Context: an optimization exercise on an open-source flow, tuned for small area, a short achievable clock period and few clock cycles per item. The choices shown serve that exercise and are no tape-out recipe. RTL that was checked went through simulation tests only; none was proved equivalent to the original. The RTL of run 2 was laid out without a check of its function.

==> flow/design.v, too long to show whole: its modules and the start of the top module <==
// module sha384: 1799 lines
module sha384 (
    input  wire         clk,
    input  wire         rst,            
    input  wire         in_valid,
    output wire         in_ready,
    input  wire [63:0]  in_data,        
    input  wire         in_first,       
    input  wire         in_last,        
    output wire [383:0] digest,         
    output reg          digest_valid
);
  // ...
==> flow/flow/run.sh <==
#!/bin/bash
set -euo pipefail
export SETUP_SLACK_MARGIN=${MARGIN:-6.5}
bash standard.sh > layout.log 2>&1
==> flow/standard.sh <==
#!/bin/bash
# synth_recipe.tcl (not shown) runs the flow's synth.tcl, then flattens the netlist and writes it again
# the make line also repeats each setting of config.mk as NAME=value (left out here)
make -C /OpenROAD-flow-scripts/flow DESIGN_CONFIG=/design/flow/config.mk WORK_HOME=/design/flow/orfs CLKGATE_MAP_FILE= SYNTH_SCRIPT=/design/flow/synth_recipe.tcl "${@:-finish}"
==> flow/config.mk <==
export PLATFORM = sky130hd
export DESIGN_NAME = sha384
export DESIGN_NICKNAME = sha384
export VERILOG_FILES = /design/flow/design.v
export SDC_FILE = /design/flow/constraint.sdc
export NUM_CORES = 8
export LEC_CHECK = 0
export CAP_MARGIN = 20
export CORE_MARGIN = 2
export CORE_UTILIZATION = 40
export SLEW_MARGIN = 20
export SYNTH_MEMORY_MAX_BITS = 16384
==> flow/constraint.sdc <==
create_clock -name core_clock -period 12.0 [get_ports {clk}]
set_input_delay 2.4000 -clock core_clock [delete_from_list [all_inputs] [get_ports {clk}]]
set_output_delay 2.4000 -clock core_clock [all_outputs]
set_load 0.01 [all_outputs]
==> impl_metrics.env, run 1 <==
export IMPL_route_detailed_wl_per_inst_um=33.72
export IMPL_seqAreaFraction=0.3576
export IMPL_whs_ns=0.2463
export IMPL_clk_latency_ns=0.94
export IMPL_grt_max_degree=95
export IMPL_synth_seq_cells=2146
export IMPL_stdcell_area_um2=121200
export IMPL_setup_slack_ns=6.101
export IMPL_cts_tree="yes"
export IMPL_synthMuxAreaShare=0.02361
export IMPL_hold_start="w[6][30]$_DFF_P_"
export IMPL_status="finished clean"
export IMPL_hp_class="register to register"
export IMPL_tns_ns=0
export IMPL_nWellTaps=3220
export IMPL_track_usage=0.3601
export IMPL_yosysWarningCount=3
export IMPL_utilization=0.4944
export IMPL_ys_flop_type="dfxtp_1"
export IMPL_pre_cts_slack_ns=4.363
export IMPL_synth_top_area_frac=0.4360
export IMPL_start_util=0.4012
export IMPL_worst_path_stages=24
export IMPL_maxCapViolCount=0
export IMPL_routed_wl_met3_mm=45.42
export IMPL_setup_violations=0
export IMPL_largestRegisters="w (1024), r (512)"
export IMPL_yosysSeqAreaShare=0.4369
export IMPL_min_delay_worst_endpoint="w[5][30]$_DFF_P_"
export IMPL_antenna_found_initial=62
Testbench counts, summed over its fixed seeds: cycles 191,696, blocks 2,396.
==> inputs of run 2 (changes only) <==
--- a/flow/design.v
+++ b/flow/design.v
@@ -84,104 +84,102 @@
         end
     end
     wire [6:0] rc_next = start ? 7'd0 :
                          (!run || abort || rc == 7'd79) ? 7'd79 : rc + 7'd1;
     wire       run_next = start || (run && !abort && rc != 7'd79);
     wire [4:0] wc_next  = wc_base + {4'd0, accept};
     wire       ldf_next = (accept && wc_base == 5'd0) ? in_first : ld_first;
     wire       start_next = (ph == 4'd0) && (rc_next == 7'd79) && (wc_next != 5'd0);
-    reg [63:0] k_n, k_t;
+    reg [63:0] k_t;
     always @(*) begin
-        case (rc_next)
-            7'd0: k_n = 64'h7137449123ef65cd;
-            7'd1: k_n = 64'hb5c0fbcfec4d3b2f;
-            7'd2: k_n = 64'he9b5dba58189dbbc;
-            7'd3: k_n = 64'h3956c25bf348b538;
-            7'd4: k_n = 64'h59f111f1b605d019;
-            7'd5: k_n = 64'h923f82a4af194f9b;
-            7'd6: k_n = 64'hab1c5ed5da6d8118;
-            7'd7: k_n = 64'hd807aa98a3030242;
-            7'd8: k_n = 64'h12835b0145706fbe;
-            7'd9: k_n = 64'h243185be4ee4b28c;
-            7'd10: k_n = 64'h550c7dc3d5ffb4e2;
-            7'd11: k_n = 64'h72be5d74f27b896f;
-            7'd12: k_n = 64'h80deb1fe3b1696b1;
-            7'd13: k_n = 64'h9bdc06a725c71235;
-            7'd14: k_n = 64'hc19bf174cf692694;
-            7'd15: k_n = 64'he49b69c19ef14ad2;
-            7'd16: k_n = 64'hefbe4786384f25e3;
-            7'd17: k_n = 64'h0fc19dc68b8cd5b5;
-            7'd18: k_n = 64'h240ca1cc77ac9c65;
-            7'd19: k_n = 64'h2de92c6f592b0275;
-            7'd20: k_n = 64'h4a7484aa6ea6e483;
-            7'd21: k_n = 64'h5cb0a9dcbd41fbd4;
-            7'd22: k_n = 64'h76f988da831153b5;
-            7'd23: k_n = 64'h983e5152ee66dfab;
-            7'd24: k_n = 64'ha831c66d2db43210;
-            7'd25: k_n = 64'hb00327c898fb213f;
-            7'd26: k_n = 64'hbf597fc7beef0ee4;
-            7'd27: k_n = 64'hc6e00bf33da88fc2;
-            7'd28: k_n = 64'hd5a79147930aa725;
-            7'd29: k_n = 64'h06ca6351e003826f;
-            7'd30: k_n = 64'h142929670a0e6e70;
-            7'd31: k_n = 64'h27b70a8546d22ffc;
-            7'd32: k_n = 64'h2e1b21385c26c926;
-            7'd33: k_n = 64'h4d2c6dfc5ac42aed;
-            7'd34: k_n = 64'h53380d139d95b3df;
-            7'd35: k_n = 64'h650a73548baf63de;
-            7'd36: k_n = 64'h766a0abb3c77b2a8;
-            7'd37: k_n = 64'h81c2c92e47edaee6;
-            7'd38: k_n = 64'h92722c851482353b;
-            7'd39: k_n = 64'ha2bfe8a14cf10364;
-            7'd40: k_n = 64'ha81a664bbc423001;
-            7'd41: k_n = 64'hc24b8b70d0f89791;
-            7'd42: k_n = 64'hc76c51a30654be30;
-            7'd43: k_n = 64'hd192e819d6ef5218;
-            7'd44: k_n = 64'hd69906245565a910;
-            7'd45: k_n = 64'hf40e35855771202a;
-            7'd46: k_n = 64'h106aa07032bbd1b8;
-            7'd47: k_n = 64'h19a4c116b8d2d0c8;
-            7'd48: k_n = 64'h1e376c085141ab53;
-            7'd49: k_n = 64'h2748774cdf8eeb99;
-            7'd50: k_n = 64'h34b0bcb5e19b48a8;
-            7'd51: k_n = 64'h391c0cb3c5c95a63;
-            7'd52: k_n = 64'h4ed8aa4ae3418acb;
-            7'd53: k_n = 64'h5b9cca4f7763e373;
-            7'd54: k_n = 64'h682e6ff3d6b2b8a3;
-            7'd55: k_n = 64'h748f82ee5defb2fc;
-            7'd56: k_n = 64'h78a5636f43172f60;
-            7'd57: k_n = 64'h84c87814a1f0ab72;
-            7'd58: k_n = 64'h8cc702081a6439ec;
-            7'd59: k_n = 64'h90befffa23631e28;
-            7'd60: k_n = 64'ha4506cebde82bde9;
-            7'd61: k_n = 64'hbef9a3f7b2c67915;
-            7'd62: k_n = 64'hc67178f2e372532b;
-            7'd63: k_n = 64'hca273eceea26619c;
-            7'd64: k_n = 64'hd186b8c721c0c207;
-            7'd65: k_n = 64'heada7dd6cde0eb1e;
-            7'd66: k_n = 64'hf57d4f7fee6ed178;
-            7'd67: k_n = 64'h06f067aa72176fba;
-            7'd68: k_n = 64'h0a637dc5a2c898a6;
-            7'd69: k_n = 64'h113f9804bef90dae;
-            7'd70: k_n = 64'h1b710b35131c471b;
-            7'd71: k_n = 64'h28db77f523047d84;
-            7'd72: k_n = 64'h32caab7b40c72493;
-            7'd73: k_n = 64'h3c9ebe0a15c9bebc;
-            7'd74: k_n = 64'h431d67c49c100d4c;
-            7'd75: k_n = 64'h4cc5d4becb3e42b6;
-            7'd76: k_n = 64'h597f299cfc657e2a;
-            7'd77: k_n = 64'h5fcb6fab3ad6faec;
-            7'd78: k_n = 64'h6c44198c4a475817;
-            7'd79: k_n = 64'h428a2f98d728ae22;
-            default: k_n = 64'h0;
+        case (rc)
+            7'd0: k_t = 64'h7137449123ef65cd;
+            7'd1: k_t = 64'hb5c0fbcfec4d3b2f;
+            7'd2: k_t = 64'he9b5dba58189dbbc;
+            7'd3: k_t = 64'h3956c25bf348b538;
+            7'd4: k_t = 64'h59f111f1b605d019;
+            7'd5: k_t = 64'h923f82a4af194f9b;
+            7'd6: k_t = 64'hab1c5ed5da6d8118;
+            7'd7: k_t = 64'hd807aa98a3030242;
+            7'd8: k_t = 64'h12835b0145706fbe;
+            7'd9: k_t = 64'h243185be4ee4b28c;
+            7'd10: k_t = 64'h550c7dc3d5ffb4e2;
+            7'd11: k_t = 64'h72be5d74f27b896f;
+            7'd12: k_t = 64'h80deb1fe3b1696b1;
+            7'd13: k_t = 64'h9bdc06a725c71235;
+            7'd14: k_t = 64'hc19bf174cf692694;
+            7'd15: k_t = 64'he49b69c19ef14ad2;
+            7'd16: k_t = 64'hefbe4786384f25e3;
+            7'd17: k_t = 64'h0fc19dc68b8cd5b5;
+            7'd18: k_t = 64'h240ca1cc77ac9c65;
+            7'd19: k_t = 64'h2de92c6f592b0275;
+            7'd20: k_t = 64'h4a7484aa6ea6e483;
+            7'd21: k_t = 64'h5cb0a9dcbd41fbd4;
+            7'd22: k_t = 64'h76f988da831153b5;
+            7'd23: k_t = 64'h983e5152ee66dfab;
+            7'd24: k_t = 64'ha831c66d2db43210;
+            7'd25: k_t = 64'hb00327c898fb213f;
+            7'd26: k_t = 64'hbf597fc7beef0ee4;
+            7'd27: k_t = 64'hc6e00bf33da88fc2;
+            7'd28: k_t = 64'hd5a79147930aa725;
+            7'd29: k_t = 64'h06ca6351e003826f;
+            7'd30: k_t = 64'h142929670a0e6e70;
+            7'd31: k_t = 64'h27b70a8546d22ffc;
+            7'd32: k_t = 64'h2e1b21385c26c926;
+            7'd33: k_t = 64'h4d2c6dfc5ac42aed;
+            7'd34: k_t = 64'h53380d139d95b3df;
+            7'd35: k_t = 64'h650a73548baf63de;
+            7'd36: k_t = 64'h766a0abb3c77b2a8;
+            7'd37: k_t = 64'h81c2c92e47edaee6;
+            7'd38: k_t = 64'h92722c851482353b;
+            7'd39: k_t = 64'ha2bfe8a14cf10364;
+            7'd40: k_t = 64'ha81a664bbc423001;
+            7'd41: k_t = 64'hc24b8b70d0f89791;
+            7'd42: k_t = 64'hc76c51a30654be30;
+            7'd43: k_t = 64'hd192e819d6ef5218;
+            7'd44: k_t = 64'hd69906245565a910;
+            7'd45: k_t = 64'hf40e35855771202a;
+            7'd46: k_t = 64'h106aa07032bbd1b8;
+            7'd47: k_t = 64'h19a4c116b8d2d0c8;
+            7'd48: k_t = 64'h1e376c085141ab53;
+            7'd49: k_t = 64'h2748774cdf8eeb99;
+            7'd50: k_t = 64'h34b0bcb5e19b48a8;
+            7'd51: k_t = 64'h391c0cb3c5c95a63;
+            7'd52: k_t = 64'h4ed8aa4ae3418acb;
+            7'd53: k_t = 64'h5b9cca4f7763e373;
+            7'd54: k_t = 64'h682e6ff3d6b2b8a3;
+            7'd55: k_t = 64'h748f82ee5defb2fc;
+            7'd56: k_t = 64'h78a5636f43172f60;
+            7'd57: k_t = 64'h84c87814a1f0ab72;
+            7'd58: k_t = 64'h8cc702081a6439ec;
+            7'd59: k_t = 64'h90befffa23631e28;
+            7'd60: k_t = 64'ha4506cebde82bde9;
+            7'd61: k_t = 64'hbef9a3f7b2c67915;
+            7'd62: k_t = 64'hc67178f2e372532b;
+            7'd63: k_t = 64'hca273eceea26619c;
+            7'd64: k_t = 64'hd186b8c721c0c207;
+            7'd65: k_t = 64'heada7dd6cde0eb1e;
+            7'd66: k_t = 64'hf57d4f7fee6ed178;
+            7'd67: k_t = 64'h06f067aa72176fba;
+            7'd68: k_t = 64'h0a637dc5a2c898a6;
+            7'd69: k_t = 64'h113f9804bef90dae;
+            7'd70: k_t = 64'h1b710b35131c471b;
+            7'd71: k_t = 64'h28db77f523047d84;
+            7'd72: k_t = 64'h32caab7b40c72493;
+            7'd73: k_t = 64'h3c9ebe0a15c9bebc;
+            7'd74: k_t = 64'h431d67c49c100d4c;
+            7'd75: k_t = 64'h4cc5d4becb3e42b6;
+            7'd76: k_t = 64'h597f299cfc657e2a;
+            7'd77: k_t = 64'h5fcb6fab3ad6faec;
+            7'd78: k_t = 64'h6c44198c4a475817;
+            7'd79: k_t = 64'h428a2f98d728ae22;
+            default: k_t = 64'h0;
         endcase
     end
-    always @(posedge clk)
-        k_t <= k_n;
     reg [63:0] w [0:15];
     wire [63:0] w0  = w[0];
     wire [63:0] w1  = w[1];
     wire [63:0] w9  = w[9];
     wire [63:0] w14 = w[14];
     wire [63:0] ss0 = {w1[0], w1[63:1]} ^ {w1[7:0], w1[63:8]} ^ (w1 >> 7);
     wire [63:0] ss1 = {w14[18:0], w14[63:19]} ^ {w14[60:0], w14[63:61]} ^ (w14 >> 6);
     wire [63:0] sw1_s = ss1 ^ w9 ^ ss0;
==> flow/config.mk (replaced) <==
export PLATFORM = sky130hd
export DESIGN_NAME = sha384
export DESIGN_NICKNAME = sha384
export VERILOG_FILES = /design/flow/design.v
export SDC_FILE = /design/flow/constraint.sdc
export NUM_CORES = 8
export LEC_CHECK = 0
export CAP_MARGIN = 40
export CORE_MARGIN = 2
export CORE_UTILIZATION = 40
export SLEW_MARGIN = 40
export SYNTH_MEMORY_MAX_BITS = 16384
==> run 2 against run 1 <==
  * Core utilization is essentially flat
  * Highest routed layer unchanged
  * Non-clock buffer count shrank 27
  * Global-route usage shrank 0.82 points
  * Area after synthesis shrank 0.14%
  * Cell count shrank 0.41%
  * Count of clock-buffer cells in the layout shrank 10
  * Still clean
  * Maximum frequency shrank 2.6%
  * Synthesized cell count shrank 0.22%
  * Die area shrank 0.14%
==> impl_metrics.env, run 2 <==
export IMPL_status="finished clean"
export IMPL_setup_violations=0
export IMPL_rsz0062_at_grt="true"
export IMPL_worstPathMaxFanout=4
export IMPL_setup_slack_ns=5.941
export IMPL_antenna_found_initial=32
export IMPL_cts_sinks=2146
export IMPL_wl_mm=452.3
export IMPL_top_register="w"
export IMPL_path_cells="clkinvlp_4, xnor2_4, fa_2, xor2_2, xnor2_2, fa_1, inv_2, ha_4, a21o_1, a21oi_2, nor2b_1, o221a_1, or3_4, a2111o_2, nand2_4, o211ai_4, o41ai_4, o211ai_1, xnor2_1, a211oi_2"
export IMPL_grt_max_degree=100
export IMPL_maxCapViolCount=0
export IMPL_dr_pass1_iters=7
export IMPL_tns_ns=0
export IMPL_report_final_hold_viol_count=0
export IMPL_met3_usage=0.07452
export IMPL_period_share=0.5049
export IMPL_ff2ff_setup_slack_ns=5.94
export IMPL_whs_ns=0.2398
export IMPL_critPathSlowestCell="fa_2"
export IMPL_track_usage=0.3519
export IMPL_ys_flop_type="dfxtp_1"
export IMPL_drv_slew=0
export IMPL_syn_nets=10792
export IMPL_synth_cell_type_count=100
export IMPL_hp_class="register to register"
export IMPL_cp_end_kind="register"
export IMPL_area_growth_syn_to_layout_pct=22.60
export IMPL_route_detailed_wl_per_inst_um=32.99
export IMPL_clk_pin_slew_ns=0.06
export IMPL_dpl_hpwl_mm=341.9
export IMPL_nFillCells=22230
export IMPL_design_core_area_um2=243700
export IMPL_fin_skew_ns=0.1085
export IMPL_via_count=78672
export IMPL_grt_pass1_vias=76944
export IMPL_clk_latency_ns=0.93
export IMPL_synthArstFlopShare=0
export IMPL_layout_common_cells="dfxtp_1 (2,015), inv_1 (813), nand2_1 (812), xnor2_1 (586), a21oi_1 (528)"
export IMPL_worst_pin_slew_ns=1.000
export IMPL_required_ns=12.67
export IMPL_clockBufferDepth=3
export IMPL_fp_dieH_um=499.6
export IMPL_synth_edf_count=3
export IMPL_synth_seq_cells=2146
export IMPL_htree_levels=4
export IMPL_antenna_left=0
export IMPL_grt_util_met1=0.4665
export IMPL_yosysSeqAreaShare=0.4375
export IMPL_path_class="register to register"
export IMPL_synth_area_top_cells="dfxtp_1 (44%), fa_1 (11%), xnor2_1 (6.4%), ha_1 (5.2%), inv_1 (3.2%)"
export IMPL_synth_top_cell_by_area="dfxtp_1"
export IMPL_synth_top_area_frac=0.4366
export IMPL_routabilityCongestion=1.012
export IMPL_syn_area_per_cell_um2=10.04
export IMPL_cts_buffers=217
export IMPL_slowest_delay_ns=0.62
export IMPL_viasPerCell=5.738
export IMPL_use_met2=0.5328
export IMPL_layout_min_cycle_time_ns=6.059
export IMPL_maxSlewHeadroom=0.3283
export IMPL_utilization=0.4944
export IMPL_cts_tree="yes"
export IMPL_ioPinCount=455
export IMPL_yosysWarningCount=3
export IMPL_grt_busiest_layer="met2"
export IMPL_syn_area_um2=98260
export IMPL_gr_total_overflow=0
export IMPL_largest_register_ffs=1024
export IMPL_drive_gt1_frac=0.1501
export IMPL_pre_cts_slack_ns=4.178
export IMPL_ctsHoldBuffers=0
export IMPL_nets=11309
export IMPL_mostFrequentLayoutCell="dfxtp_1"
export IMPL_drc=0
export IMPL_start_util=0.4032
export IMPL_critPathLaunchType="register"
export IMPL_rows=181
export IMPL_io_buffers=454
export IMPL_die_w_um=499.6
export IMPL_arrival_ns=6.73
export IMPL_largestRegisters="w (1024), r (512)"
export IMPL_cts_root_buf="clkbuf_16"
export IMPL_drtIter0Drc=8715
export IMPL_synth_commonest_cells="dfxtp_1 (2,143), inv_1 (839), nand2_1 (836), xnor2_1 (713), a21oi_1 (564)"
export IMPL_grt_pass1_wl_mm=612.5
export IMPL_die_area_um2=249600
export IMPL_synth_cells=9787
export IMPL_fmax_mhz=165.0
export IMPL_synth_most_common_cell="dfxtp_1"
==> run 2: cell count changes after synthesis, moves of 20 or more <==
| cell | previous run | this run |
|---|---|---|
| a21o_1 | 315 | 270 |
| buf_2 | 8 | 41 |
| clkbuf_1 | 452 | 421 |
| nor2_1 | 450 | 430 |
| o21ai_0 | 463 | 417 |
| o21ai_1 | 5 | 28 |
| o22ai_1 | 58 | 84 |
==> run 2: timing repair <==
action / CTS / global route
endpoints found under the setup margin: 405 / 233
hold endpoints to repair: 0 / 0
resized for setup: 614 / 315
gates cloned: 9 / 1
pin swaps: 134 / 158
setup buffers: 114 / 79
==> run 2: area by class of cell <==
class	count	area, um2	share of cell area
Timing Repair Buffer	797	7973	0.06618
Tap cell	3202	4006	0.03326
Clock inverter	127	1847	0.01533
Sequential cell	2146	43320	0.3596
Inverter	845	3249	0.02697
Antenna cell	12	30.03	0.0002493
Clock buffer	284	6032	0.05007
Multi-Input combinational cell	6297	54020	0.4484
==> run 2: worst paths after layout <==
check                         from               end  cells after the start
hold reg to reg   w[3][21]$_DFF_P_  w[2][21]$_DFF_P_                      0
setup / recovery  e[51]$_SDFF_PP0_  e[63]$_SDFF_PP0_                     20
hold / removal    w[3][21]$_DFF_P_  w[2][21]$_DFF_P_                      0
setup reg to reg  e[51]$_SDFF_PP0_  e[63]$_SDFF_PP0_                     20
==> run 2: cells by family after synthesis <==
logic type	count (synthesis)	synth area share
adder cells (fa/ha/maj)	985	0.1645
flip-flops	2146	0.4375
XOR/XNOR	932	0.08322
AND/OR/NAND/NOR	1940	0.08891
buffers and inverters	1346	0.05217
multiplexers	212	0.02340
AO/OA/AOI/OAI	2226	0.1502
==> run 2: critical path, delay by kind of cell (launching register included) <==
family	cells	cell delay (ns)
fa+ha+maj	3	1.37
compound gates	8	2.03
flops	1	0.37
buf+inv	2	0.28
xor+xnor	4	1.11
simple gates	3	0.66
==> run 2: metal layers <==
| metal | wire (um) | part of all wire |
|---|---|---|
| met5 | 83 | 0.00018 |
| met2 | 194600 | 0.43 |
| met4 | 31920 | 0.071 |
| met1 | 185900 | 0.41 |
| met3 | 39820 | 0.088 |
==> run 2: stage by stage <==
| stage | cell area [um2] | std cells |
|---|---|---|
| 3_3_place_gp | 106100 | 13082 |
| 2_1_floorplan | 98260 | 9787 |
| 6_report | 120500 | 13710 |
| 3_5_place_dp | 106300 | 13083 |
| 4_1_cts | 118100 | 13617 |
| 5_1_grt | 120400 | 13699 |

## port drivers added, routing unchanged
How much do the figures lean on ideal ports? The routed layouts below were timed once more, with nothing changed but the port constraints.
Step 1 assumes that a clkbuf_16 drives the clock port and a buf_2 every other input.
Step 2 moves the port delays by t, midway between the first and last clock arrival at a register: inputs arrive t later, outputs are due t later. That takes back most of the time a late clock gives input paths.
Three values: ideal ports, drivers, drivers and shift; two values: the first two.
run | t (ns) | slack for setup (ns) | slew at the worst register clock pin (ns)
run 1 | 0.979 | 6.101 / 6.101 / 5.905 | 0.08 / 0.08
run 2 | 0.965 | 5.941 / 5.941 / 5.573 | 0.07 / 0.07
After both steps every run listed still meets setup and hold. For run 2, which loses most, drivers alone change the setup slack by 0.000 ns; drivers and shift together by -0.368 ns.
